Source: an optimization exercise on an open RTL-to-GDS flow (aim: small area and a short achievable clock period). Production flows keep margins and buffers that such runs may drop.
The RTL was checked by simulation tests, not by an equivalence proof against the original design.

==> flow/design.v (outline; a module is shown in full before it is edited, if it fits) <==
// module fadd16_tree: 872 lines
// module fadd16: 113 lines
module fadd16 (
    input  wire         clk,
    input  wire         rst,
    input  wire         in_valid,
    input  wire [511:0] in_terms,     
    output reg          out_valid,
    output reg  [31:0]  out_sum
);
  // ...
==> flow/flow/run.sh <==
#!/bin/bash
# Own layout flow: the standard ORFS flow, with
#  - the synthesis script flow/my_synth.tcl (synth_recipe.tcl, optionally with
#    another ABC script, flow/abc.script if present),
#  - sky130_fd_sc_hd__buf_1 as the port buffers,
#  - repair_timing aiming at a setup margin (the SDC is unchanged).
# Each tool's output goes to the ORFS logs under orfs/logs; make's own output
# to make.log here.
set -euo pipefail
W=$PWD
if [[ -f $W/flow/abc.script ]]; then export MY_ABC_SCRIPT=$W/flow/abc.script; fi
MARGIN=$(cat $W/flow/margin 2>/dev/null || echo 0)
make -C "$FLOW_HOME" DESIGN_CONFIG=$W/config.mk WORK_HOME=$W/orfs CLKGATE_MAP_FILE= \
    SYNTH_SCRIPT=$W/flow/my_synth.tcl \
    BUFFER_PORTS_ARGS="-buffer_cell sky130_fd_sc_hd__buf_1" \
    SETUP_SLACK_MARGIN=$MARGIN \
    finish > $W/make.log 2>&1
R=$W/orfs/results/$FLOW_PLATFORM/fadd16/base
: # left out here: write the final layout as DEF
==> flow/flow/margin <==
54
==> flow/flow/my_synth.tcl <==
proc synth {args} { yosys synth -nofsm -noshare {*}$args }
proc abc {args} {
  set i [lsearch -exact $args -script]
  if { $i >= 0 && [info exists ::env(MY_ABC_SCRIPT)] } {
    set args [lreplace $args [expr {$i + 1}] [expr {$i + 1}] $::env(MY_ABC_SCRIPT)]
  }
  puts "my abc: $args"
  yosys abc {*}$args
}
source $::env(SCRIPTS_DIR)/synth.tcl
# left out here: clear keep_hierarchy, flatten, clean up, hide names made inside functions, write 1_2_yosys.v
==> flow/standard.sh <==
#!/bin/bash
# synth_recipe.tcl (not shown) runs the flow's synth.tcl, then flattens the netlist and writes it again
# the make line also repeats each setting of config.mk as NAME=value (left out here)
make -C /OpenROAD-flow-scripts/flow DESIGN_CONFIG=/design/flow/config.mk WORK_HOME=/design/flow/orfs CLKGATE_MAP_FILE= SYNTH_SCRIPT=/design/flow/synth_recipe.tcl "${@:-finish}"
==> flow/config.mk <==
export PLATFORM = sky130hd
export DESIGN_NAME = fadd16
export DESIGN_NICKNAME = fadd16
export VERILOG_FILES = /design/flow/design.v
export SDC_FILE = /design/flow/constraint.sdc
export NUM_CORES = 4
export LEC_CHECK = 0
export ABC_AREA = 1
export CAP_MARGIN = 20
export CORE_MARGIN = 2
export CORE_UTILIZATION = 40
export CTS_BUF_LIST = sky130_fd_sc_hd__clkbuf_4
export SLEW_MARGIN = 20
==> flow/constraint.sdc <==
create_clock -name core_clock -period 70.0 [get_ports {clk}]
set_input_delay 14.0000 -clock core_clock [delete_from_list [all_inputs] [get_ports {clk}]]
set_output_delay 14.0000 -clock core_clock [all_outputs]
set_load 0.01 [all_outputs]
==> results.txt, run 1 <==
Finish:
- The multi-input logic portion of the cell area is 0.623.
- The flip-flop count of the largest register after layout is 512.
- Summing all non-filler instances in the final layout gives an area of 67,000 um^2.
- The number of ordinary inverters in the final layout is 1,326.
- The count of non-filler cells in the finished layout is 11,400.
- By area, multi-input combinational cells come first.
- The register area is 12,400 um^2.
- The layout has 211 clock buffers.

Floorplanning:
- The total area inside the core boundary comes to 150,000 um^2.
- The top-level port count is 548.

Logic synthesis:
- The cell type with the largest total area after synthesis is dfxtp_1.
- The share of the synthesized area in compound gates (AO/OA/AOI/OAI) was 0.156.
- Of the total synthesized cell area, the portion taken by full adders, half adders and majority gates is 0.187.
- The proportion of synthesized flip-flops having asynchronous set or reset is 0.

Route:
- For this block, the routed nets add up to 263,000 um of wire.
- In the final routed layout, each cell accounts on average for 23.2 um.
- The top layer reached by signal wires is met5.
- The wire length on met1 is 114,000 um.
- The count of TritonRoute iterations in the first routing pass is 6.

Hold path:
- The worst min-delay path category is register to register.

Timing:
- The routed design could run at a clock period as short as 15.69 ns.
- The count of final setup violators is 0.
- Setup repair after global routing could not meet its margin everywhere.
- Clock skew on the completed layout was measured at 0.142 ns.
- The maximum achievable frequency is 63.7 MHz.

CTS:
- The number of cells upsized or downsized after cts is 32.
- The tree is rooted in a clkbuf_4.
- The cts-stage hold buffer count is 0.

Placed design:
- Prior to clock tree synthesis, the placed netlist has a worst setup slack of 49.24 ns.
- At the end of routability-driven placement, the weighted congestion stood at 1.06.

Critical path:
- The data required time at the worst endpoint is 71.10 ns.
- The largest fanout of any net on the critical path is 29.
- The kind of start point of the critical path is a register.
- The register-to-register setup slack is 54.31 ns.
- The path depth of the worst reg2reg path is 68.
- The worst register-to-register path begins at r_terms[30]$_DFF_P_.
- The capture point of the critical path is p_c[2]$_DFF_P_.

Outcome:
- The flow ran to the end and the layout has no timing, DRC or antenna violations.

Global route:
- Entering global routing, the biggest net connects 45 pins.
- The number of global-route vias before repair is 57,400.
==> run 2: changes to the inputs <==
==> flow/run.sh (new file) <==
#!/bin/bash
# synth_recipe.tcl (not shown) runs the flow's synth.tcl, then flattens the netlist and writes it again
# the make line also repeats each setting of config.mk as NAME=value (left out here)
make -C /OpenROAD-flow-scripts/flow DESIGN_CONFIG=/design/flow/config.mk WORK_HOME=/design/flow/orfs CLKGATE_MAP_FILE= SYNTH_SCRIPT=/design/flow/synth_recipe.tcl finish
removed: flow/flow/run.sh
removed: flow/flow/margin
removed: flow/flow/my_synth.tcl
removed: flow/standard.sh
==> run 2 against run 1 <==
Fmax fell by 26%. Hold slack gained 0.0053 ns. Cell area grew 4.1%. Setup slack lost 5.4 ns. Cell count decreased by 0.23%. Register-to-register slack lost 5.4 ns. Sequential cell count did not move. Critical endpoint is now p_c[3]$_DFF_P_. Highest routed layer unchanged.
==> results.txt, run 2 <==
Logic synthesis:
- The sequential share of the synthesized area is 0.206 (unchanged).
- The number of flops mapped to enable cells by yosys is 0 (unchanged).
- The predominant post-synthesis flop cell is dfxtp_1 (unchanged).
- The total standard cell area after synthesis is 60,400 um^2 (unchanged).
- The proportion of netlist area held by the largest area contributor is 0.206 (unchanged).
- The number of synthesis warnings is 1 (unchanged).
- The number of standard cells after synthesis came to 8,754 (unchanged).
- The count of different cell masters after synthesis is 69 (unchanged).
- The proportion of synthesized flip-flops having asynchronous set or reset is 0 (unchanged).
- The share of the synthesized area in compound gates (AO/OA/AOI/OAI) is 0.156 (unchanged).
- Top cells by area in the synthesized netlist: dfxtp_1 21%, fa_1 14%, nand2_1 12%, o21ai_0 8.5%, xor2_1 8.3% (unchanged).
- The basic-gate share of the synthesized area counting and, or, nand and nor cells is 0.233 (unchanged).
- The most common cell in the netlist is nand2_1 (unchanged).
- The flip-flop and latch count after synthesis came to 621 (unchanged).
- The mean area per synthesized cell came to 6.90 um^2 (unchanged).
- The xor/xnor cell area share of the yosys netlist was 0.0867 (unchanged).
- The net count after synthesis is 9,919 (unchanged).
- The main combinational cell family by area after synthesis is simple AND/OR/NAND/NOR gates (unchanged).
- The fraction of synthesized area in multiplexers was 0.0235 (unchanged).
- The arithmetic-cell share of the synthesized area counting full adders, half adders and majority gates is 0.187 (unchanged).
- The cell type with the largest total area after synthesis is dfxtp_1 (unchanged).
- Synth cell count leaders: 1,973 x nand2_1, 1,263 x inv_1, 1,031 x o21ai_0, 621 x dfxtp_1, 574 x xor2_1 (unchanged).

CTS:
- The clock tree root driver cell is clkbuf_4 (unchanged).
- The TritonCTS clock tree is built (unchanged).
- The maximum level of the CTS H-tree was 4 (unchanged).
- The clock latency reported for the late side of the worst-skew pair is 1.22 ns (was 1.29 ns).
- The number of cells upsized or downsized after cts was 0 (was 32).
- The buffer depth of the longest clock path came to 3 (unchanged).
- The post-CTS repair timing setup buffer count is 0 (was 11).
- The clock-pin slew on the worst setup and hold paths is 0.08 ns (was 0.07 ns).
- The number of buffers created by CTS is 164 (was 165).
- The cts-stage hold buffer count came to 0 (unchanged).
- The clock sink total is 621 (unchanged).

Finish:
- The net count of the finished layout was 10,300 (was 10,400).
- The most frequent standard cell in the layout excluding fill and tap cells is nand2_1 (unchanged).
- Most frequent cells in the layout: 1,973 x nand2_1, 1,263 x inv_1, 1,031 x o21ai_0, 619 x dfxtp_1, 574 x xor2_1 (was 1,973 x nand2_1, 1,258 x inv_1, 1,029 x o21ai_0, 619 x dfxtp_1, 565 x xor2_1).
- Top flop regs: r_terms: 512 flops, out_sum: 32 flops, p_s: 32 flops (unchanged).
- The ratio of cells with drive above 1 in the final layout was 0.0521 (was 0.0622).
- The total of fill cells in the finished design is 15,900 (unchanged).
- The post-synthesis to final-layout area growth is 15.5% (was 10.9%).
- The flip-flop count of the largest register after layout is 512 (unchanged).
- The count of non-filler cells in the finished layout is 11,300 (was 11,400).
- The most flop-heavy register is r_terms (unchanged).

Placed design:
- The placed instance count came to 11,000 (about the same).
- The number of port buffers came to 547 (unchanged).
- The estimated wirelength of the detail-placed design came to 226,000 um (was 224,000 um).
- The global placement routability congestion is 1.05 (was 1.06).

Route:
- The per-cell via count in the routed design is 5.26 (was 5.34).
- The aggregate routed wire length came to 264,000 um (was 263,000 um).
- The total via count in the routed design is 59,600 (was 60,600).
- The remaining number of nets flagged by the antenna check after routing is 0 (unchanged).
- The average wire length per cell after detail routing is 23.4 um (was 23.2 um).
- The number of design-rule violations left by the first detailed-router iteration is 5,088 (was 5,836).
- The count of TritonRoute iterations in the first routing pass is 6 (unchanged).
- The number of design rule violations left after detail routing came to 0 (unchanged).

Critical path:
- The kind of start point of the critical path is a register (unchanged).
- The kind of critical path is register to register (unchanged).
- The most common cell type on the critical path is nand2_1 (unchanged).
- The data arrival time of the worst path is 22.14 ns (was 16.79 ns).
- The element type at the critical path end is a register (unchanged).
- The delay of the slowest cell on the worst path came to 0.98 ns (was 0.87 ns).
- The largest fanout of any net on the critical path is 29 (unchanged).
- The data required time at the worst endpoint came to 71.06 ns (was 71.10 ns).
- The cell at the slowest stage of the critical path is fa_1 (was fa_2).

Global route:
- The number of antenna violations at the first check in global routing came to 11 (was 13).
- The largest net degree at the start of global routing is 45 (unchanged).
- The first-pass GRT wire length is 381,000 um (was 378,000 um).
- The number of global-route vias before repair is 57,900 (was 57,400).
- The aggregate global-route resource usage came to 0.338 (was 0.335).
- The overflow left after global routing is 0 (unchanged).

Floorplanning:
- The number of rows created at floorplan is 142 (unchanged).
- The full die area is 154,000 um^2 (unchanged).
- The die span in y is 393 um (unchanged).
- The top-level port count is 548 (unchanged).
- The effective utilization at floorplan is 0.403 (unchanged).
- The placeable core area is 150,000 um^2 (unchanged).
- The die width is 393 um (unchanged).

Hold path:
- The worst min-delay path category is register to register (unchanged).

Timing:
- The time the worst path needs with I/O delays and setup was 21.08 ns (was 15.69 ns).
- The count of final setup violators came to 0 (unchanged).
- RSZ-0062 raised after global routing: no (was yes).
- The part of the cycle the worst path needs was 0.301 (was 0.224).
- The worst setup skew after layout is 0.0967 ns (was 0.142 ns).
- The total negative slack came to 0 ns (unchanged).
- The tightest slew margin relative to the limit is 0.261 (was 0.275).
- The hold violation total from the final report is 0 (unchanged).
- The number of max-slew violations in the final report came to 0 (unchanged).
- The transition time at the pin with the least slew margin is 1.11 ns (was 1.09 ns).
- The maximum achievable frequency is 47.4 MHz (was 63.7 MHz).

Outcome:
- Result of the run: no timing/DRC/antenna violations (unchanged).

Flow run:
- The number of maximum-capacitance violations was 0 (unchanged).
[run 2: through the flow]
step	utilization	hold WS, ns	worst slack [ns]	area (um^2)
6_report	0.465	0.406	48.92	69700
5_1_grt	0.465	0.421	47.93	69700
4_1_cts	0.465	0.411	48.88	69700
3_5_place_dp	0.450	0.401	48.97	67500
3_3_place_gp	0.450	0.394	49.47	67500
2_1_floorplan	-	0.388	55.67	60400
[run 2: worst paths after layout]
kind	start	to	slack, ns	cells after the start
max	r_terms[414]$_DFF_P_	p_c[3]$_DFF_P_	48.92	68
min	r_valid$_SDFF_PP0_	p_valid$_SDFF_PP0_	0.41	2
max reg2reg	r_terms[414]$_DFF_P_	p_c[3]$_DFF_P_	48.92	68
min reg2reg	r_valid$_SDFF_PP0_	p_valid$_SDFF_PP0_	0.41	2
[run 2: layout make-up]
| type | instances | area, um^2 | share of cell area |
|---|---|---|---|
| multi-input combinational | 6425 | 41400 | 0.594 |
| sequential | 621 | 12400 | 0.178 |
| timing repair buffer | 638 | 6180 | 0.0886 |
| inverter | 1322 | 4960 | 0.0712 |
| tap | 2016 | 2520 | 0.0362 |
| clock buffer | 222 | 1670 | 0.0239 |
| clock inverter | 67 | 489 | 0.00702 |
| antenna | 13 | 32.5 | 0.000467 |
[run 2: routing by layer]
layer	GRT usage	part of all wire	vias up
met2	0.551	0.45	2042
met5	0	0.00014	-
met4	0.137	0.045	6
met3	0.0602	0.067	415
met1	0.441	0.43	28100
li1	-	-	29000
[run 2: cell families (layout without fill, tap and decap cells)]
kind of cell | count (synthesis) | in the layout
and+or+nand+nor | 3341 | 3341
buffers and inverters | 1708 | 2249
AOI/OAI and AO/OA | 1696 | 1696
adders and majority gates | 650 | 650
DFF | 621 | 621
xor gates and xnor gates | 596 | 596
muxes | 142 | 142
other | 0 | 13
[run 2: worst max-delay path: cells and delay by family, from the launching register on]
family	cells	cell delay, ns
DFF	1	0.34
buffers and inverters	13	4.97
adders and majority gates	9	4.59
xor gates and xnor gates	1	0.32
AOI/OAI and AO/OA	13	2.69
and+or+nand+nor	32	7.88
==> module fadd16, before the edit <==
module fadd16 (
    input  wire         clk,
    input  wire         rst,
    input  wire         in_valid,
    input  wire [511:0] in_terms,     
    output reg          out_valid,
    output reg  [31:0]  out_sum
);
    reg         r_valid;
    reg [511:0] r_terms;
    always @(posedge clk) begin
        if (rst) r_valid <= 1'b0;
        else     r_valid <= in_valid;
        r_terms <= in_terms;
    end
    wire [7:0]  ee   [0:15];      
    wire [23:0] mant [0:15];
    wire [15:0] sg, is_nan, is_pinf, is_ninf;
    genvar g;
    generate
        for (g = 0; g < 16; g = g + 1) begin : fld
            wire [31:0] t    = r_terms[32*g +: 32];
            wire        ez   = (t[30:23] == 8'd0);
            wire        eff  = &t[30:23];
            wire        fnz  = |t[22:0];
            assign ee[g]      = {t[30:24], t[23] | ez};
            assign mant[g]    = {~ez, t[22:0]};
            assign sg[g]      = t[31];
            assign is_nan[g]  = eff & fnz;
            assign is_pinf[g] = eff & ~fnz & ~t[31];
            assign is_ninf[g] = eff & ~fnz &  t[31];
        end
    endgenerate
    wire [15:0] act [0:8];
    wire [7:0]  maxee;
    assign act[8] = 16'hFFFF;
    generate
        for (g = 7; g >= 0; g = g - 1) begin : mx
            wire [15:0] hit;
            genvar k;
            for (k = 0; k < 16; k = k + 1) begin : t
                assign hit[k] = act[g+1][k] & ee[k][g];
            end
            assign maxee[g] = |hit;
            assign act[g]   = maxee[g] ? hit : act[g+1];
        end
    endgenerate
    wire [447:0] x;
    generate
        for (g = 0; g < 16; g = g + 1) begin : al
            wire [7:0]  sh = maxee - ee[g];
            wire [26:0] a0 = {mant[g], 3'b000};
            wire [26:0] a1 = sh[0] ? (a0 >> 1)  : a0;
            wire [26:0] a2 = sh[1] ? (a1 >> 2)  : a1;
            wire [26:0] a3 = sh[2] ? (a2 >> 4)  : a2;
            wire [26:0] a4 = sh[3] ? (a3 >> 8)  : a3;
            wire [26:0] a5 = sh[4] ? (a4 >> 16) : a4;
            wire [26:0] tr = (|sh[7:5]) ? 27'd0 : a5;
            assign x[28*g +: 28] = {~sg[g], tr ^ {27{sg[g]}}};
        end
    endgenerate
    wire [31:0] tree_s, tree_c;
    fadd16_tree u_tree (.x(x), .sg(sg), .tree_s(tree_s), .tree_c(tree_c));
    wire any_nan = |is_nan;
    wire pinf    = |is_pinf;
    wire ninf    = |is_ninf;
    reg        p_valid;
    reg [31:0] p_s, p_c;
    reg [7:0]  p_maxee;
    reg        p_nan, p_pinf, p_ninf;
    always @(posedge clk) begin
        if (rst) p_valid <= 1'b0;
        else     p_valid <= r_valid;
        p_s     <= tree_s;
        p_c     <= tree_c;
        p_maxee <= maxee;
        p_nan   <= any_nan | (pinf & ninf);
        p_pinf  <= pinf;
        p_ninf  <= ninf;
    end
    wire [31:0] acc   = (p_s + p_c) ^ 32'h8000_0000;
    wire        s_neg = acc[31];
    wire [30:0] mag   = s_neg ? (~acc[30:0] + 31'd1) : acc[30:0];
    reg  [4:0] lz;
    integer i;
    always @* begin
        lz = 5'd31;
        for (i = 0; i < 31; i = i + 1)
            if (mag[i]) lz = 5'd30 - i[4:0];
    end
    wire [8:0]  lim = {1'b0, p_maxee} + 9'd3;
    wire [4:0]  s   = ({4'd0, lz} > lim) ? lim[4:0] : lz;
    wire [30:0] n   = mag << s;
    wire        guard  = n[6];
    wire        sticky = |n[5:0];
    wire        rnd    = guard & (sticky | n[7]);
    wire [8:0]  eo     = n[30] ? ({1'b0, p_maxee} + 9'd4 - {4'd0, s}) : 9'd0;
    wire [31:0] code   = {eo, n[29:7]} + {31'd0, rnd};
    wire        ovf    = (code[31:23] >= 9'd255);
    reg [31:0] sum;
    always @* begin
        if (p_nan)       sum = 32'h7FC0_0000;
        else if (p_pinf) sum = 32'h7F80_0000;
        else if (p_ninf) sum = 32'hFF80_0000;
        else if (ovf)    sum = {s_neg, 31'h7F80_0000};
        else             sum = {s_neg, code[30:0]};
    end
    always @(posedge clk) begin
        if (rst) out_valid <= 1'b0;
        else     out_valid <= p_valid;
        out_sum <= sum;
    end
endmodule
==> run 3: changes to the inputs <==
--- a/flow/design.v
+++ b/flow/design.v
@@ -1,9 +1,65 @@
-module fadd16_tree (
-    input  wire [447:0] x,
-    input  wire [15:0]  sg,
-    output wire [31:0]  tree_s,
-    output wire [31:0]  tree_c
+module fadd16 (
+    input  wire         clk,
+    input  wire         rst,
+    input  wire         in_valid,
+    input  wire [511:0] in_terms,     
+    output reg          out_valid,
+    output reg  [31:0]  out_sum
 );
+    reg         r_valid;
+    reg [511:0] r_terms;
+    always @(posedge clk) begin
+        if (rst) r_valid <= 1'b0;
+        else     r_valid <= in_valid;
+        r_terms <= in_terms;
+    end
+    wire [7:0]  ee   [0:15];      
+    wire [23:0] mant [0:15];
+    wire [15:0] sg, is_nan, is_pinf, is_ninf;
+    genvar g;
+    generate
+        for (g = 0; g < 16; g = g + 1) begin : fld
+            wire [31:0] t    = r_terms[32*g +: 32];
+            wire        ez   = (t[30:23] == 8'd0);
+            wire        eff  = &t[30:23];
+            wire        fnz  = |t[22:0];
+            assign ee[g]      = {t[30:24], t[23] | ez};
+            assign mant[g]    = {~ez, t[22:0]};
+            assign sg[g]      = t[31];
+            assign is_nan[g]  = eff & fnz;
+            assign is_pinf[g] = eff & ~fnz & ~t[31];
+            assign is_ninf[g] = eff & ~fnz &  t[31];
+        end
+    endgenerate
+    wire [15:0] act [0:8];
+    wire [7:0]  maxe, maxee;
+    assign act[8] = 16'hFFFF;
+    generate
+        for (g = 7; g >= 0; g = g - 1) begin : mx
+            wire [15:0] hit;
+            genvar k;
+            for (k = 0; k < 16; k = k + 1) begin : t
+                assign hit[k] = act[g+1][k] & r_terms[32*k+23+g];
+            end
+            assign maxe[g] = |hit;
+            assign act[g]  = maxe[g] ? hit : act[g+1];
+        end
+    endgenerate
+    assign maxee = {maxe[7:1], maxe[0] | (maxe == 8'd0)};
+    wire [447:0] x;
+    generate
+        for (g = 0; g < 16; g = g + 1) begin : al
+            wire [7:0]  sh = maxee - ee[g];
+            wire [26:0] a0 = {mant[g], 3'b000};
+            wire [26:0] a1 = sh[0] ? (a0 >> 1)  : a0;
+            wire [26:0] a2 = sh[1] ? (a1 >> 2)  : a1;
+            wire [26:0] a3 = sh[2] ? (a2 >> 4)  : a2;
+            wire [26:0] a4 = sh[3] ? (a3 >> 8)  : a3;
+            wire [26:0] a5 = sh[4] ? (a4 >> 16) : a4;
+            wire [26:0] tr = (|sh[7:5]) ? 27'd0 : a5;
+            assign x[28*g +: 28] = {~sg[g], tr ^ {27{sg[g]}}};
+        end
+    endgenerate
     wire [27:0] x0 = x[28*0 +: 28];
     wire [27:0] x1 = x[28*1 +: 28];
     wire [27:0] x2 = x[28*2 +: 28];
@@ -745,212 +801,148 @@
     wire d722 = (d603 & d605) | (d603 & d607) | (d605 & d607);
     wire d723 = d604 ^ d606;
     wire d724 = d604 & d606;
-    wire d725 = d609 ^ x14[0];
-    wire d726 = d609 & x14[0];
-    wire d727 = d610 ^ d611 ^ d613;
-    wire d728 = (d610 & d611) | (d610 & d613) | (d611 & d613);
-    wire d729 = d612 ^ d614 ^ d615;
-    wire d730 = (d612 & d614) | (d612 & d615) | (d614 & d615);
-    wire d731 = d616 ^ d618 ^ d619;
-    wire d732 = (d616 & d618) | (d616 & d619) | (d618 & d619);
-    wire d733 = d620 ^ d622 ^ d623;
-    wire d734 = (d620 & d622) | (d620 & d623) | (d622 & d623);
-    wire d735 = d624 ^ d626 ^ d627;
-    wire d736 = (d624 & d626) | (d624 & d627) | (d626 & d627);
-    wire d737 = d628 ^ d630 ^ d631;
-    wire d738 = (d628 & d630) | (d628 & d631) | (d630 & d631);
-    wire d739 = d632 ^ d634 ^ d635;
-    wire d740 = (d632 & d634) | (d632 & d635) | (d634 & d635);
-    wire d741 = d636 ^ d638 ^ d639;
-    wire d742 = (d636 & d638) | (d636 & d639) | (d638 & d639);
-    wire d743 = d640 ^ d642 ^ d643;
-    wire d744 = (d640 & d642) | (d640 & d643) | (d642 & d643);
-    wire d745 = d644 ^ d646 ^ d647;
-    wire d746 = (d644 & d646) | (d644 & d647) | (d646 & d647);
-    wire d747 = d648 ^ d650 ^ d651;
-    wire d748 = (d648 & d650) | (d648 & d651) | (d650 & d651);
-    wire d749 = d652 ^ d654 ^ d655;
-    wire d750 = (d652 & d654) | (d652 & d655) | (d654 & d655);
-    wire d751 = d656 ^ d658 ^ d659;
-    wire d752 = (d656 & d658) | (d656 & d659) | (d658 & d659);
-    wire d753 = d660 ^ d662 ^ d663;
-    wire d754 = (d660 & d662) | (d660 & d663) | (d662 & d663);
-    wire d755 = d664 ^ d666 ^ d667;
-    wire d756 = (d664 & d666) | (d664 & d667) | (d666 & d667);
-    wire d757 = d668 ^ d670 ^ d671;
-    wire d758 = (d668 & d670) | (d668 & d671) | (d670 & d671);
-    wire d759 = d672 ^ d674 ^ d675;
-    wire d760 = (d672 & d674) | (d672 & d675) | (d674 & d675);
-    wire d761 = d676 ^ d678 ^ d679;
-    wire d762 = (d676 & d678) | (d676 & d679) | (d678 & d679);
-    wire d763 = d680 ^ d682 ^ d683;
-    wire d764 = (d680 & d682) | (d680 & d683) | (d682 & d683);
-    wire d765 = d684 ^ d686 ^ d687;
-    wire d766 = (d684 & d686) | (d684 & d687) | (d686 & d687);
-    wire d767 = d688 ^ d690 ^ d691;
-    wire d768 = (d688 & d690) | (d688 & d691) | (d690 & d691);
-    wire d769 = d692 ^ d694 ^ d695;
-    wire d770 = (d692 & d694) | (d692 & d695) | (d694 & d695);
-    wire d771 = d696 ^ d698 ^ d699;
-    wire d772 = (d696 & d698) | (d696 & d699) | (d698 & d699);
-    wire d773 = d700 ^ d702 ^ d703;
-    wire d774 = (d700 & d702) | (d700 & d703) | (d702 & d703);
-    wire d775 = d704 ^ d706 ^ d707;
-    wire d776 = (d704 & d706) | (d704 & d707) | (d706 & d707);
-    wire d777 = d708 ^ d710 ^ d711;
-    wire d778 = (d708 & d710) | (d708 & d711) | (d710 & d711);
-    wire d779 = d712 ^ d714 ^ d715;
-    wire d780 = (d712 & d714) | (d712 & d715) | (d714 & d715);
-    wire d781 = d716 ^ d718 ^ d719;
-    wire d782 = (d716 & d718) | (d716 & d719) | (d718 & d719);
-    wire d783 = d720 ^ d722 ^ d723;
-    wire d784 = (d720 & d722) | (d720 & d723) | (d722 & d723);
-    wire d785 = d725 ^ x15[0];
-    wire d786 = d725 & x15[0];
-    wire d787 = d726 ^ d727 ^ cnt[1];
-    wire d788 = (d726 & d727) | (d726 & cnt[1]) | (d727 & cnt[1]);
-    wire d789 = d728 ^ d729 ^ d617;
-    wire d790 = (d728 & d729) | (d728 & d617) | (d729 & d617);
-    wire d791 = d730 ^ d731 ^ d621;
-    wire d792 = (d730 & d731) | (d730 & d621) | (d731 & d621);
-    wire d793 = d732 ^ d733 ^ d625;
-    wire d794 = (d732 & d733) | (d732 & d625) | (d733 & d625);
-    wire d795 = d734 ^ d735 ^ d629;
-    wire d796 = (d734 & d735) | (d734 & d629) | (d735 & d629);
-    wire d797 = d736 ^ d737 ^ d633;
-    wire d798 = (d736 & d737) | (d736 & d633) | (d737 & d633);
-    wire d799 = d738 ^ d739 ^ d637;
-    wire d800 = (d738 & d739) | (d738 & d637) | (d739 & d637);
-    wire d801 = d740 ^ d741 ^ d641;
-    wire d802 = (d740 & d741) | (d740 & d641) | (d741 & d641);
-    wire d803 = d742 ^ d743 ^ d645;
-    wire d804 = (d742 & d743) | (d742 & d645) | (d743 & d645);
-    wire d805 = d744 ^ d745 ^ d649;
-    wire d806 = (d744 & d745) | (d744 & d649) | (d745 & d649);
-    wire d807 = d746 ^ d747 ^ d653;
-    wire d808 = (d746 & d747) | (d746 & d653) | (d747 & d653);
-    wire d809 = d748 ^ d749 ^ d657;
-    wire d810 = (d748 & d749) | (d748 & d657) | (d749 & d657);
-    wire d811 = d750 ^ d751 ^ d661;
-    wire d812 = (d750 & d751) | (d750 & d661) | (d751 & d661);
-    wire d813 = d752 ^ d753 ^ d665;
-    wire d814 = (d752 & d753) | (d752 & d665) | (d753 & d665);
-    wire d815 = d754 ^ d755 ^ d669;
-    wire d816 = (d754 & d755) | (d754 & d669) | (d755 & d669);
-    wire d817 = d756 ^ d757 ^ d673;
-    wire d818 = (d756 & d757) | (d756 & d673) | (d757 & d673);
-    wire d819 = d758 ^ d759 ^ d677;
-    wire d820 = (d758 & d759) | (d758 & d677) | (d759 & d677);
-    wire d821 = d760 ^ d761 ^ d681;
-    wire d822 = (d760 & d761) | (d760 & d681) | (d761 & d681);
-    wire d823 = d762 ^ d763 ^ d685;
-    wire d824 = (d762 & d763) | (d762 & d685) | (d763 & d685);
-    wire d825 = d764 ^ d765 ^ d689;
-    wire d826 = (d764 & d765) | (d764 & d689) | (d765 & d689);
-    wire d827 = d766 ^ d767 ^ d693;
-    wire d828 = (d766 & d767) | (d766 & d693) | (d767 & d693);
-    wire d829 = d768 ^ d769 ^ d697;
-    wire d830 = (d768 & d769) | (d768 & d697) | (d769 & d697);
-    wire d831 = d770 ^ d771 ^ d701;
-    wire d832 = (d770 & d771) | (d770 & d701) | (d771 & d701);
-    wire d833 = d772 ^ d773 ^ d705;
-    wire d834 = (d772 & d773) | (d772 & d705) | (d773 & d705);
-    wire d835 = d774 ^ d775 ^ d709;
-    wire d836 = (d774 & d775) | (d774 & d709) | (d775 & d709);
-    wire d837 = d776 ^ d777 ^ d713;
-    wire d838 = (d776 & d777) | (d776 & d713) | (d777 & d713);
-    wire d839 = d778 ^ d779 ^ d717;
-    wire d840 = (d778 & d779) | (d778 & d717) | (d779 & d717);
-    wire d841 = d780 ^ d781 ^ d721;
-    wire d842 = (d780 & d781) | (d780 & d721) | (d781 & d721);
-    wire d843 = d782 ^ d783 ^ d608;
-    wire d844 = (d782 & d783) | (d782 & d608) | (d783 & d608);
-    wire d845 = d784 ^ d724;
-    wire d846 = d784 & d724;
-    assign tree_s = {d846, d844, d842, d840, d838, d836, d834, d832, d830, d828, d826, d824, d822, d820, d818, d816, d814, d812, d810, d808, d806, d804, d802, d800, d798, d796, d794, d792, d790, d788, d786, d785};
-    assign tree_c = {1'b0, d845, d843, d841, d839, d837, d835, d833, d831, d829, d827, d825, d823, d821, d819, d817, d815, d813, d811, d809, d807, d805, d803, d801, d799, d797, d795, d793, d791, d789, d787, cnt[0]};
-endmodule
-module fadd16 (
-    input  wire         clk,
-    input  wire         rst,
-    input  wire         in_valid,
-    input  wire [511:0] in_terms,     
-    output reg          out_valid,
-    output reg  [31:0]  out_sum
-);
-    reg         r_valid;
-    reg [511:0] r_terms;
-    always @(posedge clk) begin
-        if (rst) r_valid <= 1'b0;
-        else     r_valid <= in_valid;
-        r_terms <= in_terms;
-    end
-    wire [7:0]  ee   [0:15];      
-    wire [23:0] mant [0:15];
-    wire [15:0] sg, is_nan, is_pinf, is_ninf;
-    genvar g;
-    generate
-        for (g = 0; g < 16; g = g + 1) begin : fld
-            wire [31:0] t    = r_terms[32*g +: 32];
-            wire        ez   = (t[30:23] == 8'd0);
-            wire        eff  = &t[30:23];
-            wire        fnz  = |t[22:0];
-            assign ee[g]      = {t[30:24], t[23] | ez};
-            assign mant[g]    = {~ez, t[22:0]};
-            assign sg[g]      = t[31];
-            assign is_nan[g]  = eff & fnz;
-            assign is_pinf[g] = eff & ~fnz & ~t[31];
-            assign is_ninf[g] = eff & ~fnz &  t[31];
-        end
-    endgenerate
-    wire [15:0] act [0:8];
-    wire [7:0]  maxee;
-    assign act[8] = 16'hFFFF;
-    generate
-        for (g = 7; g >= 0; g = g - 1) begin : mx
-            wire [15:0] hit;
-            genvar k;
-            for (k = 0; k < 16; k = k + 1) begin : t
-                assign hit[k] = act[g+1][k] & ee[k][g];
-            end
-            assign maxee[g] = |hit;
-            assign act[g]   = maxee[g] ? hit : act[g+1];
-        end
-    endgenerate
-    wire [447:0] x;
-    generate
-        for (g = 0; g < 16; g = g + 1) begin : al
-            wire [7:0]  sh = maxee - ee[g];
-            wire [26:0] a0 = {mant[g], 3'b000};
-            wire [26:0] a1 = sh[0] ? (a0 >> 1)  : a0;
-            wire [26:0] a2 = sh[1] ? (a1 >> 2)  : a1;
-            wire [26:0] a3 = sh[2] ? (a2 >> 4)  : a2;
-            wire [26:0] a4 = sh[3] ? (a3 >> 8)  : a3;
-            wire [26:0] a5 = sh[4] ? (a4 >> 16) : a4;
-            wire [26:0] tr = (|sh[7:5]) ? 27'd0 : a5;
-            assign x[28*g +: 28] = {~sg[g], tr ^ {27{sg[g]}}};
-        end
-    endgenerate
-    wire [31:0] tree_s, tree_c;
-    fadd16_tree u_tree (.x(x), .sg(sg), .tree_s(tree_s), .tree_c(tree_c));
+    wire [120:0] cols = {d724, d608, d723, d722, d720, d721, d719, d718, d716, d717, d715, d714, d712, d713, d711, d710, d708, d709, d707, d706, d704, d705, d703, d702, d700, d701, d699, d698, d696, d697, d695, d694, d692, d693, d691, d690, d688, d689, d687, d686, d684, d685, d683, d682, d680, d681, d679, d678, d676, d677, d675, d674, d672, d673, d671, d670, d668, d669, d667, d666, d664, d665, d663, d662, d660, d661, d659, d658, d656, d657, d655, d654, d652, d653, d651, d650, d648, d649, d647, d646, d644, d645, d643, d642, d640, d641, d639, d638, d636, d637, d635, d634, d632, d633, d631, d630, d628, d629, d627, d626, d624, d625, d623, d622, d620, d621, d619, d618, d616, d617, d615, d614, d612, cnt[1], d613, d611, d610, cnt[0], x15[0], x14[0], d609};
     wire any_nan = |is_nan;
     wire pinf    = |is_pinf;
     wire ninf    = |is_ninf;
     reg        p_valid;
-    reg [31:0] p_s, p_c;
+    reg [120:0] p_cols;
     reg [7:0]  p_maxee;
     reg        p_nan, p_pinf, p_ninf;
     always @(posedge clk) begin
         if (rst) p_valid <= 1'b0;
         else     p_valid <= r_valid;
-        p_s     <= tree_s;
-        p_c     <= tree_c;
+        p_cols  <= cols;
         p_maxee <= maxee;
         p_nan   <= any_nan | (pinf & ninf);
         p_pinf  <= pinf;
         p_ninf  <= ninf;
     end
-    wire [31:0] acc   = (p_s + p_c) ^ 32'h8000_0000;
+    wire e1 = p_cols[0] ^ p_cols[1];
+    wire e2 = p_cols[0] & p_cols[1];
+    wire e3 = p_cols[4] ^ p_cols[5] ^ p_cols[6];
+    wire e4 = (p_cols[4] & p_cols[5]) | (p_cols[4] & p_cols[6]) | (p_cols[5] & p_cols[6]);
+    wire e5 = p_cols[8] ^ p_cols[9] ^ p_cols[10];
+    wire e6 = (p_cols[8] & p_cols[9]) | (p_cols[8] & p_cols[10]) | (p_cols[9] & p_cols[10]);
+    wire e7 = p_cols[12] ^ p_cols[13] ^ p_cols[14];
+    wire e8 = (p_cols[12] & p_cols[13]) | (p_cols[12] & p_cols[14]) | (p_cols[13] & p_cols[14]);
+    wire e9 = p_cols[16] ^ p_cols[17] ^ p_cols[18];
+    wire e10 = (p_cols[16] & p_cols[17]) | (p_cols[16] & p_cols[18]) | (p_cols[17] & p_cols[18]);
+    wire e11 = p_cols[20] ^ p_cols[21] ^ p_cols[22];
+    wire e12 = (p_cols[20] & p_cols[21]) | (p_cols[20] & p_cols[22]) | (p_cols[21] & p_cols[22]);
+    wire e13 = p_cols[24] ^ p_cols[25] ^ p_cols[26];
+    wire e14 = (p_cols[24] & p_cols[25]) | (p_cols[24] & p_cols[26]) | (p_cols[25] & p_cols[26]);
+    wire e15 = p_cols[28] ^ p_cols[29] ^ p_cols[30];
+    wire e16 = (p_cols[28] & p_cols[29]) | (p_cols[28] & p_cols[30]) | (p_cols[29] & p_cols[30]);
+    wire e17 = p_cols[32] ^ p_cols[33] ^ p_cols[34];
+    wire e18 = (p_cols[32] & p_cols[33]) | (p_cols[32] & p_cols[34]) | (p_cols[33] & p_cols[34]);
+    wire e19 = p_cols[36] ^ p_cols[37] ^ p_cols[38];
+    wire e20 = (p_cols[36] & p_cols[37]) | (p_cols[36] & p_cols[38]) | (p_cols[37] & p_cols[38]);
+    wire e21 = p_cols[40] ^ p_cols[41] ^ p_cols[42];
+    wire e22 = (p_cols[40] & p_cols[41]) | (p_cols[40] & p_cols[42]) | (p_cols[41] & p_cols[42]);
+    wire e23 = p_cols[44] ^ p_cols[45] ^ p_cols[46];
+    wire e24 = (p_cols[44] & p_cols[45]) | (p_cols[44] & p_cols[46]) | (p_cols[45] & p_cols[46]);
+    wire e25 = p_cols[48] ^ p_cols[49] ^ p_cols[50];
+    wire e26 = (p_cols[48] & p_cols[49]) | (p_cols[48] & p_cols[50]) | (p_cols[49] & p_cols[50]);
+    wire e27 = p_cols[52] ^ p_cols[53] ^ p_cols[54];
+    wire e28 = (p_cols[52] & p_cols[53]) | (p_cols[52] & p_cols[54]) | (p_cols[53] & p_cols[54]);
+    wire e29 = p_cols[56] ^ p_cols[57] ^ p_cols[58];
+    wire e30 = (p_cols[56] & p_cols[57]) | (p_cols[56] & p_cols[58]) | (p_cols[57] & p_cols[58]);
+    wire e31 = p_cols[60] ^ p_cols[61] ^ p_cols[62];
+    wire e32 = (p_cols[60] & p_cols[61]) | (p_cols[60] & p_cols[62]) | (p_cols[61] & p_cols[62]);
+    wire e33 = p_cols[64] ^ p_cols[65] ^ p_cols[66];
+    wire e34 = (p_cols[64] & p_cols[65]) | (p_cols[64] & p_cols[66]) | (p_cols[65] & p_cols[66]);
+    wire e35 = p_cols[68] ^ p_cols[69] ^ p_cols[70];
+    wire e36 = (p_cols[68] & p_cols[69]) | (p_cols[68] & p_cols[70]) | (p_cols[69] & p_cols[70]);
+    wire e37 = p_cols[72] ^ p_cols[73] ^ p_cols[74];
+    wire e38 = (p_cols[72] & p_cols[73]) | (p_cols[72] & p_cols[74]) | (p_cols[73] & p_cols[74]);
+    wire e39 = p_cols[76] ^ p_cols[77] ^ p_cols[78];
+    wire e40 = (p_cols[76] & p_cols[77]) | (p_cols[76] & p_cols[78]) | (p_cols[77] & p_cols[78]);
+    wire e41 = p_cols[80] ^ p_cols[81] ^ p_cols[82];
+    wire e42 = (p_cols[80] & p_cols[81]) | (p_cols[80] & p_cols[82]) | (p_cols[81] & p_cols[82]);
+    wire e43 = p_cols[84] ^ p_cols[85] ^ p_cols[86];
+    wire e44 = (p_cols[84] & p_cols[85]) | (p_cols[84] & p_cols[86]) | (p_cols[85] & p_cols[86]);
+    wire e45 = p_cols[88] ^ p_cols[89] ^ p_cols[90];
+    wire e46 = (p_cols[88] & p_cols[89]) | (p_cols[88] & p_cols[90]) | (p_cols[89] & p_cols[90]);
+    wire e47 = p_cols[92] ^ p_cols[93] ^ p_cols[94];
+    wire e48 = (p_cols[92] & p_cols[93]) | (p_cols[92] & p_cols[94]) | (p_cols[93] & p_cols[94]);
+    wire e49 = p_cols[96] ^ p_cols[97] ^ p_cols[98];
+    wire e50 = (p_cols[96] & p_cols[97]) | (p_cols[96] & p_cols[98]) | (p_cols[97] & p_cols[98]);
+    wire e51 = p_cols[100] ^ p_cols[101] ^ p_cols[102];
+    wire e52 = (p_cols[100] & p_cols[101]) | (p_cols[100] & p_cols[102]) | (p_cols[101] & p_cols[102]);
+    wire e53 = p_cols[104] ^ p_cols[105] ^ p_cols[106];
+    wire e54 = (p_cols[104] & p_cols[105]) | (p_cols[104] & p_cols[106]) | (p_cols[105] & p_cols[106]);
+    wire e55 = p_cols[108] ^ p_cols[109] ^ p_cols[110];
+    wire e56 = (p_cols[108] & p_cols[109]) | (p_cols[108] & p_cols[110]) | (p_cols[109] & p_cols[110]);
+    wire e57 = p_cols[112] ^ p_cols[113] ^ p_cols[114];
+    wire e58 = (p_cols[112] & p_cols[113]) | (p_cols[112] & p_cols[114]) | (p_cols[113] & p_cols[114]);
+    wire e59 = p_cols[116] ^ p_cols[117] ^ p_cols[118];
+    wire e60 = (p_cols[116] & p_cols[117]) | (p_cols[116] & p_cols[118]) | (p_cols[117] & p_cols[118]);
+    wire e61 = e1 ^ p_cols[2];
+    wire e62 = e1 & p_cols[2];
+    wire e63 = e2 ^ e3 ^ p_cols[7];
+    wire e64 = (e2 & e3) | (e2 & p_cols[7]) | (e3 & p_cols[7]);
+    wire e65 = e4 ^ e5 ^ p_cols[11];
+    wire e66 = (e4 & e5) | (e4 & p_cols[11]) | (e5 & p_cols[11]);
+    wire e67 = e6 ^ e7 ^ p_cols[15];
+    wire e68 = (e6 & e7) | (e6 & p_cols[15]) | (e7 & p_cols[15]);
+    wire e69 = e8 ^ e9 ^ p_cols[19];
+    wire e70 = (e8 & e9) | (e8 & p_cols[19]) | (e9 & p_cols[19]);
+    wire e71 = e10 ^ e11 ^ p_cols[23];
+    wire e72 = (e10 & e11) | (e10 & p_cols[23]) | (e11 & p_cols[23]);
+    wire e73 = e12 ^ e13 ^ p_cols[27];
+    wire e74 = (e12 & e13) | (e12 & p_cols[27]) | (e13 & p_cols[27]);
+    wire e75 = e14 ^ e15 ^ p_cols[31];
+    wire e76 = (e14 & e15) | (e14 & p_cols[31]) | (e15 & p_cols[31]);
+    wire e77 = e16 ^ e17 ^ p_cols[35];
+    wire e78 = (e16 & e17) | (e16 & p_cols[35]) | (e17 & p_cols[35]);
+    wire e79 = e18 ^ e19 ^ p_cols[39];
+    wire e80 = (e18 & e19) | (e18 & p_cols[39]) | (e19 & p_cols[39]);
+    wire e81 = e20 ^ e21 ^ p_cols[43];
+    wire e82 = (e20 & e21) | (e20 & p_cols[43]) | (e21 & p_cols[43]);
+    wire e83 = e22 ^ e23 ^ p_cols[47];
+    wire e84 = (e22 & e23) | (e22 & p_cols[47]) | (e23 & p_cols[47]);
+    wire e85 = e24 ^ e25 ^ p_cols[51];
+    wire e86 = (e24 & e25) | (e24 & p_cols[51]) | (e25 & p_cols[51]);
+    wire e87 = e26 ^ e27 ^ p_cols[55];
+    wire e88 = (e26 & e27) | (e26 & p_cols[55]) | (e27 & p_cols[55]);
+    wire e89 = e28 ^ e29 ^ p_cols[59];
+    wire e90 = (e28 & e29) | (e28 & p_cols[59]) | (e29 & p_cols[59]);
+    wire e91 = e30 ^ e31 ^ p_cols[63];
+    wire e92 = (e30 & e31) | (e30 & p_cols[63]) | (e31 & p_cols[63]);
+    wire e93 = e32 ^ e33 ^ p_cols[67];
+    wire e94 = (e32 & e33) | (e32 & p_cols[67]) | (e33 & p_cols[67]);
+    wire e95 = e34 ^ e35 ^ p_cols[71];
+    wire e96 = (e34 & e35) | (e34 & p_cols[71]) | (e35 & p_cols[71]);
+    wire e97 = e36 ^ e37 ^ p_cols[75];
+    wire e98 = (e36 & e37) | (e36 & p_cols[75]) | (e37 & p_cols[75]);
+    wire e99 = e38 ^ e39 ^ p_cols[79];
+    wire e100 = (e38 & e39) | (e38 & p_cols[79]) | (e39 & p_cols[79]);
+    wire e101 = e40 ^ e41 ^ p_cols[83];
+    wire e102 = (e40 & e41) | (e40 & p_cols[83]) | (e41 & p_cols[83]);
+    wire e103 = e42 ^ e43 ^ p_cols[87];
+    wire e104 = (e42 & e43) | (e42 & p_cols[87]) | (e43 & p_cols[87]);
+    wire e105 = e44 ^ e45 ^ p_cols[91];
+    wire e106 = (e44 & e45) | (e44 & p_cols[91]) | (e45 & p_cols[91]);
+    wire e107 = e46 ^ e47 ^ p_cols[95];
+    wire e108 = (e46 & e47) | (e46 & p_cols[95]) | (e47 & p_cols[95]);
+    wire e109 = e48 ^ e49 ^ p_cols[99];
+    wire e110 = (e48 & e49) | (e48 & p_cols[99]) | (e49 & p_cols[99]);
+    wire e111 = e50 ^ e51 ^ p_cols[103];
+    wire e112 = (e50 & e51) | (e50 & p_cols[103]) | (e51 & p_cols[103]);
+    wire e113 = e52 ^ e53 ^ p_cols[107];
+    wire e114 = (e52 & e53) | (e52 & p_cols[107]) | (e53 & p_cols[107]);
+    wire e115 = e54 ^ e55 ^ p_cols[111];
+    wire e116 = (e54 & e55) | (e54 & p_cols[111]) | (e55 & p_cols[111]);
+    wire e117 = e56 ^ e57 ^ p_cols[115];
+    wire e118 = (e56 & e57) | (e56 & p_cols[115]) | (e57 & p_cols[115]);
+    wire e119 = e58 ^ e59 ^ p_cols[119];
+    wire e120 = (e58 & e59) | (e58 & p_cols[119]) | (e59 & p_cols[119]);
+    wire e121 = e60 ^ p_cols[120];
+    wire e122 = e60 & p_cols[120];
+    wire [31:0] row0 = {e122, e120, e118, e116, e114, e112, e110, e108, e106, e104, e102, e100, e98, e96, e94, e92, e90, e88, e86, e84, e82, e80, e78, e76, e74, e72, e70, e68, e66, e64, e62, e61};
+    wire [31:0] row1 = {1'b0, e121, e119, e117, e115, e113, e111, e109, e107, e105, e103, e101, e99, e97, e95, e93, e91, e89, e87, e85, e83, e81, e79, e77, e75, e73, e71, e69, e67, e65, e63, p_cols[3]};
+    wire [31:0] acc   = (row0 + row1) ^ 32'h8000_0000;
     wire        s_neg = acc[31];
     wire [30:0] mag   = s_neg ? (~acc[30:0] + 31'd1) : acc[30:0];
     reg  [4:0] lz;
==> flow/flow/run.sh (new file) <==
#!/bin/bash
# Own layout flow: the standard ORFS flow, with
#  - the synthesis script flow/my_synth.tcl (synth_recipe.tcl, optionally with
#    another ABC script, flow/abc.script if present),
#  - sky130_fd_sc_hd__buf_1 as the port buffers,
#  - repair_timing aiming at a setup margin (the SDC is unchanged).
# Each tool's output goes to the ORFS logs under orfs/logs; make's own output
# to make.log here.
set -euo pipefail
W=$PWD
if [[ -f $W/flow/abc.script ]]; then export MY_ABC_SCRIPT=$W/flow/abc.script; fi
MARGIN=$(cat $W/flow/margin 2>/dev/null || echo 0)
make -C "$FLOW_HOME" DESIGN_CONFIG=$W/config.mk WORK_HOME=$W/orfs CLKGATE_MAP_FILE= \
    SYNTH_SCRIPT=$W/flow/my_synth.tcl \
    BUFFER_PORTS_ARGS="-buffer_cell sky130_fd_sc_hd__buf_1" \
    SETUP_SLACK_MARGIN=$MARGIN \
    finish > $W/make.log 2>&1
R=$W/orfs/results/$FLOW_PLATFORM/fadd16/base
: # left out here: write the final layout as DEF
==> flow/flow/margin (new file) <==
55
==> flow/flow/my_synth.tcl (new file) <==
proc synth {args} { yosys synth -nofsm -noshare {*}$args }
proc abc {args} {
  set i [lsearch -exact $args -script]
  if { $i >= 0 && [info exists ::env(MY_ABC_SCRIPT)] } {
    set args [lreplace $args [expr {$i + 1}] [expr {$i + 1}] $::env(MY_ABC_SCRIPT)]
  }
  puts "my abc: $args"
  yosys abc {*}$args
}
source $::env(SCRIPTS_DIR)/synth.tcl
# left out here: clear keep_hierarchy, flatten, clean up, hide names made inside functions, write 1_2_yosys.v
==> flow/standard.sh (new file) <==
#!/bin/bash
# synth_recipe.tcl (not shown) runs the flow's synth.tcl, then flattens the netlist and writes it again
# the make line also repeats each setting of config.mk as NAME=value (left out here)
make -C /OpenROAD-flow-scripts/flow DESIGN_CONFIG=/design/flow/config.mk WORK_HOME=/design/flow/orfs CLKGATE_MAP_FILE= SYNTH_SCRIPT=/design/flow/synth_recipe.tcl "${@:-finish}"
removed: flow/run.sh
==> run 3 against run 2 <==
Still clean on timing, DRC and antenna. Sequential cell count up 58. Setup slack better by 5.4 ns. Register-to-register slack better by 6.5 ns. Fmax increased by 34%. Synthesized cell count is 1.1% higher. Clock-buffer cell count up 22. Utilization shrank 1.8 points. Highest routed layer unchanged.
==> results.txt, run 3 <==
Finish:
- The most frequent standard cell in the layout excluding fill and tap cells is nand2_1 (unchanged).
- The flip-flop count of the largest register after layout was 512 (unchanged).
- Most frequent cells in the layout: 2,001 x nand2_1, 1,209 x inv_1, 1,081 x o21ai_0, 667 x dfxtp_1, 540 x xor2_1 (was 1,973 x nand2_1, 1,263 x inv_1, 1,031 x o21ai_0, 619 x dfxtp_1, 574 x xor2_1).
- The final core utilization was 0.447 (was 0.465).
- The most flop-heavy register is r_terms (unchanged).
- Top flop regs: r_terms: 512 flops, p_cols: 121 flops, out_sum: 32 flops (was r_terms: 512 flops, out_sum: 32 flops, p_s: 32 flops).
- The register area is 13,600 um^2 (was 12,400 um^2).
- The net count of the finished layout is 10,500 (was 10,300).
- The area used by multi-input combinational logic is 42,100 um^2 (was 41,400 um^2).
- The post-synthesis to final-layout area growth is 11.4% (was 15.5%).
- The total of fill cells in the finished design is 16,200 (was 15,900).
- The ratio of cells with drive above 1 in the final layout is 0.0721 (was 0.0521).

Floorplanning:
- The number of rows created at floorplan came to 144 (was 142).
- The full die area is 157,000 um^2 (was 154,000 um^2).
- The placeable core area is 154,000 um^2 (was 150,000 um^2).
- The die span in y is 396 um (was 393 um).
- The top-level port count was 548 (unchanged).
- The effective utilization at floorplan was 0.401 (was 0.403).
- The die width came to 396 um (was 393 um).

Logic synthesis:
- The proportion of synthesized flip-flops having asynchronous set or reset is 0 (unchanged).
- The sequential share of the synthesized area is 0.221 (was 0.206).
- Synth cell count leaders: 2,002 x nand2_1, 1,212 x inv_1, 1,092 x o21ai_0, 679 x dfxtp_1, 564 x xor2_1 (was 1,973 x nand2_1, 1,263 x inv_1, 1,031 x o21ai_0, 621 x dfxtp_1, 574 x xor2_1).
- The flip-flop and latch count after synthesis is 679 (was 621).
- The mean area per synthesized cell is 6.96 um^2 (was 6.90 um^2).
- The number of flops mapped to enable cells by yosys is 0 (unchanged).
- The total standard cell area after synthesis is 61,600 um^2 (was 60,400 um^2).
- The number of standard cells after synthesis is 8,849 (was 8,754).
- The predominant post-synthesis flop cell is dfxtp_1 (unchanged).
- The proportion of netlist area held by the largest area contributor is 0.221 (was 0.206).
- The number of synthesis warnings is 1 (unchanged).
- The count of different cell masters after synthesis is 63 (was 69).
- Top cells by area in the synthesized netlist: dfxtp_1 22%, fa_1 14%, nand2_1 12%, o21ai_0 8.9%, xor2_1 8.0% (was dfxtp_1 21%, fa_1 14%, nand2_1 12%, o21ai_0 8.5%, xor2_1 8.3%).
- The cell type with the largest total area after synthesis is dfxtp_1 (unchanged).
- The net count after synthesis is 10,000 (was 9,919).
- The most common cell in the netlist is nand2_1 (unchanged).

Timing:
- The total negative slack is 0 ns (unchanged).
- The worst setup skew after layout came to 0.131 ns (was 0.0967 ns).
- RSZ-0062 raised after global routing: yes (was no).
- The maximum achievable frequency is 63.8 MHz (was 47.4 MHz).
- The count of final setup violators is 0 (unchanged).
- The tightest slew margin relative to the limit is 0.151 (was 0.261).
- The part of the cycle the worst path needs is 0.224 (was 0.301).
- The time the worst path needs with I/O delays and setup was 15.68 ns (was 21.08 ns).
- The number of max-slew violations in the final report came to 0 (unchanged).
- The transition time at the pin with the least slew margin is 1.27 ns (was 1.11 ns).
- The hold violation total from the final report was 0 (unchanged).

CTS:
- The clock-pin slew on the worst setup and hold paths came to 0.07 ns (was 0.08 ns).
- The number of buffers created by CTS is 183 (was 164).
- The clock tree root driver cell is clkbuf_4 (unchanged).
- The maximum level of the CTS H-tree is 4 (unchanged).
- The cts-stage hold buffer count is 0 (unchanged).
- The clock latency reported for the late side of the worst-skew pair is 1.30 ns (was 1.22 ns).
- The clock sink total is 679 (was 621).
- The buffer depth of the longest clock path was 3 (unchanged).
- The TritonCTS clock tree is built (unchanged).

Route:
- The average wire length per cell after detail routing is 23.6 um (was 23.4 um).
- The remaining number of nets flagged by the antenna check after routing is 0 (unchanged).
- The total via count in the routed design is 62,100 (was 59,600).
- The aggregate routed wire length is 272,000 um (was 264,000 um).
- The number of design-rule violations left by the first detailed-router iteration is 6,852 (was 5,088).
- The per-cell via count in the routed design is 5.41 (was 5.26).
- The number of design rule violations left after detail routing is 0 (unchanged).
- The count of TritonRoute iterations in the first routing pass is 6 (unchanged).

Global route:
- The aggregate global-route resource usage is 0.337 (was 0.338).
- The number of antenna violations at the first check in global routing is 9 (was 11).
- The first-pass GRT wire length was 390,000 um (was 381,000 um).
- The largest net degree at the start of global routing is 44 (was 45).
- The overflow left after global routing is 0 (unchanged).
- The number of global-route vias before repair is 59,600 (was 57,900).

Placed design:
- The number of port buffers came to 547 (unchanged).
- The global placement routability congestion is 1.10 (was 1.05).
- The estimated wirelength of the detail-placed design is 230,000 um (was 226,000 um).

Hold path:
- The worst min-delay path category is register to register (unchanged).

Critical path:
- The cell at the slowest stage of the critical path is dfxtp_2 (was fa_1).
- Walking the worst path, the cells encountered are buf_6.
- The delay of the slowest cell on the worst path came to 0.32 ns (was 0.98 ns).
- The family with the most delay on the worst path is flip-flops (was simple AND/OR/NAND/NOR gates).
- The data required time at the worst endpoint is 56.00 ns (was 71.06 ns).
- The combined buffer and inverter count along the critical path came to 1 (was 13).
- The data arrival time of the worst path is 1.68 ns (was 22.14 ns).
- The kind of critical path is register to output port (was register to register).
- The largest fanout of any net on the critical path came to 1 (was 29).
- The kind of start point of the critical path was a register (unchanged).
- The element type at the critical path end is an output port (was register).

Flow run:
- The number of maximum-capacitance violations is 0 (unchanged).

Outcome:
- Result of the run: no timing/DRC/antenna violations (unchanged).
[run 3: cell count changes after synthesis, moves of 16 or more]
cell	delta
o21ai_0	+61
dfxtp_1	+58
inv_1	-51
a21oi_1	+45
o211ai_1	-32
nand2_1	+29
nand3_1	-22
nor4_1	+20
nand4_1	-16
[run 3: what timing repair did]
item	in CTS	in global routing
endpoints found under the setup margin	151	148
pin swaps	3	3
gates resized for setup	77	112
cloned	0	4
setup buffers	6	6
[run 3: cells by family (layout without fill, tap and decap cells)]
kind of cell             Yosys count  count (layout)  share of synthesized area
AND/OR/NAND/NOR                 3364            3364                      0.231
buffers and inverters           1670            2254                      0.103
XOR/XNOR                         596             596                     0.0854
AO/OA/AOI/OAI                   1761            1761                      0.156
adder cells (fa/ha/maj)          637             637                      0.180
other                              0               7                          0
multiplexers                     142             142                     0.0231
flip-flops                       679             679                      0.221
[run 3: metal layers]
metal | vias up | track usage | wire [um]
met5 | - | 0 | 192
met4 | 12 | 0.173 | 16500
met3 | 578 | 0.0719 | 22500
met2 | 2828 | 0.532 | 120000
met1 | 29200 | 0.432 | 113000
li1 | 29500 | - | -
[run 3: tightest hold or removal path, delay by kind of cell, from the launching register on]
family | cells | cell delay [ns]
flops | 1 | 0.30
buf+inv | 1 | 0.04
simple gates | 1 | 0.03
[run 3: layout make-up]
class | count | area share
Multi-Input combinational cell | 6500 | 0.614
Sequential cell | 679 | 0.198
Inverter | 1281 | 0.0714
Timing Repair Buffer | 656 | 0.0438
Tap cell | 2044 | 0.0373
Clock buffer | 244 | 0.0267
Clock inverter | 69 | 0.00791
Timing Repair inverter | 4 | 0.000292
Antenna cell | 7 | 0.000255
[run 3: path summary, 6_finish.rpt]
kind / depth (start not counted) / from / endpoint / slack [ns]
worst max-delay path: 1 / out_sum[31]$_SDFF_PP0_ / out_sum[31] / 54.32
worst min-delay path: 2 / p_valid$_SDFF_PP0_ / out_valid$_SDFF_PP0_ / 0.40
worst max register to register: 65 / r_terms[446]$_DFF_P_ / p_cols[55]$_DFF_P_ / 55.44
worst min register to register: 2 / p_valid$_SDFF_PP0_ / out_valid$_SDFF_PP0_ / 0.40
[run 3: stage by stage]
| step | instance area, um^2 | std cells | setup slack, ns | hold WS, ns |
|---|---|---|---|---|
| 2_1_floorplan | 61600 | 8849 | 55.67 | 0.388 |
| 3_3_place_gp | 65400 | 11100 | 51.24 | 0.391 |
| 3_5_place_dp | 65400 | 11100 | 50.89 | 0.399 |
| 4_1_cts | 68100 | 11500 | 54.17 | 0.409 |
| 5_1_grt | 68600 | 11500 | 54.19 | 0.451 |
| 6_report | 68600 | 11500 | 54.32 | 0.405 |

static timing again, ports no longer ideal:
In the flow no input, the clock included, has a driving cell. The finished layouts below were timed again as built, in two steps. Step 1 sets driving cells, clkbuf_16 on the clock port and buf_2 on the other inputs (assumed; they add their load-dependent delay and slew). Step 2 moves the port delays by t, midway between the first and last clock arrival at a register: inputs arrive t later, outputs are due t later. That takes back most of the time a late clock gives input paths. a / b / c = no drivers / after step 1 / after step 2; a / b = the first two.
run	t (ns)	setup WS [ns]	clock arrival spread, ns
run 1	1.306	54.306 / 54.253 / 54.306	0.146 / 0.146
run 2	1.260	48.916 / 48.916 / 48.916	0.097 / 0.097
run 3	1.317	54.320 / 54.235 / 55.436	0.134 / 0.135
After both steps every run listed still meets setup and hold.
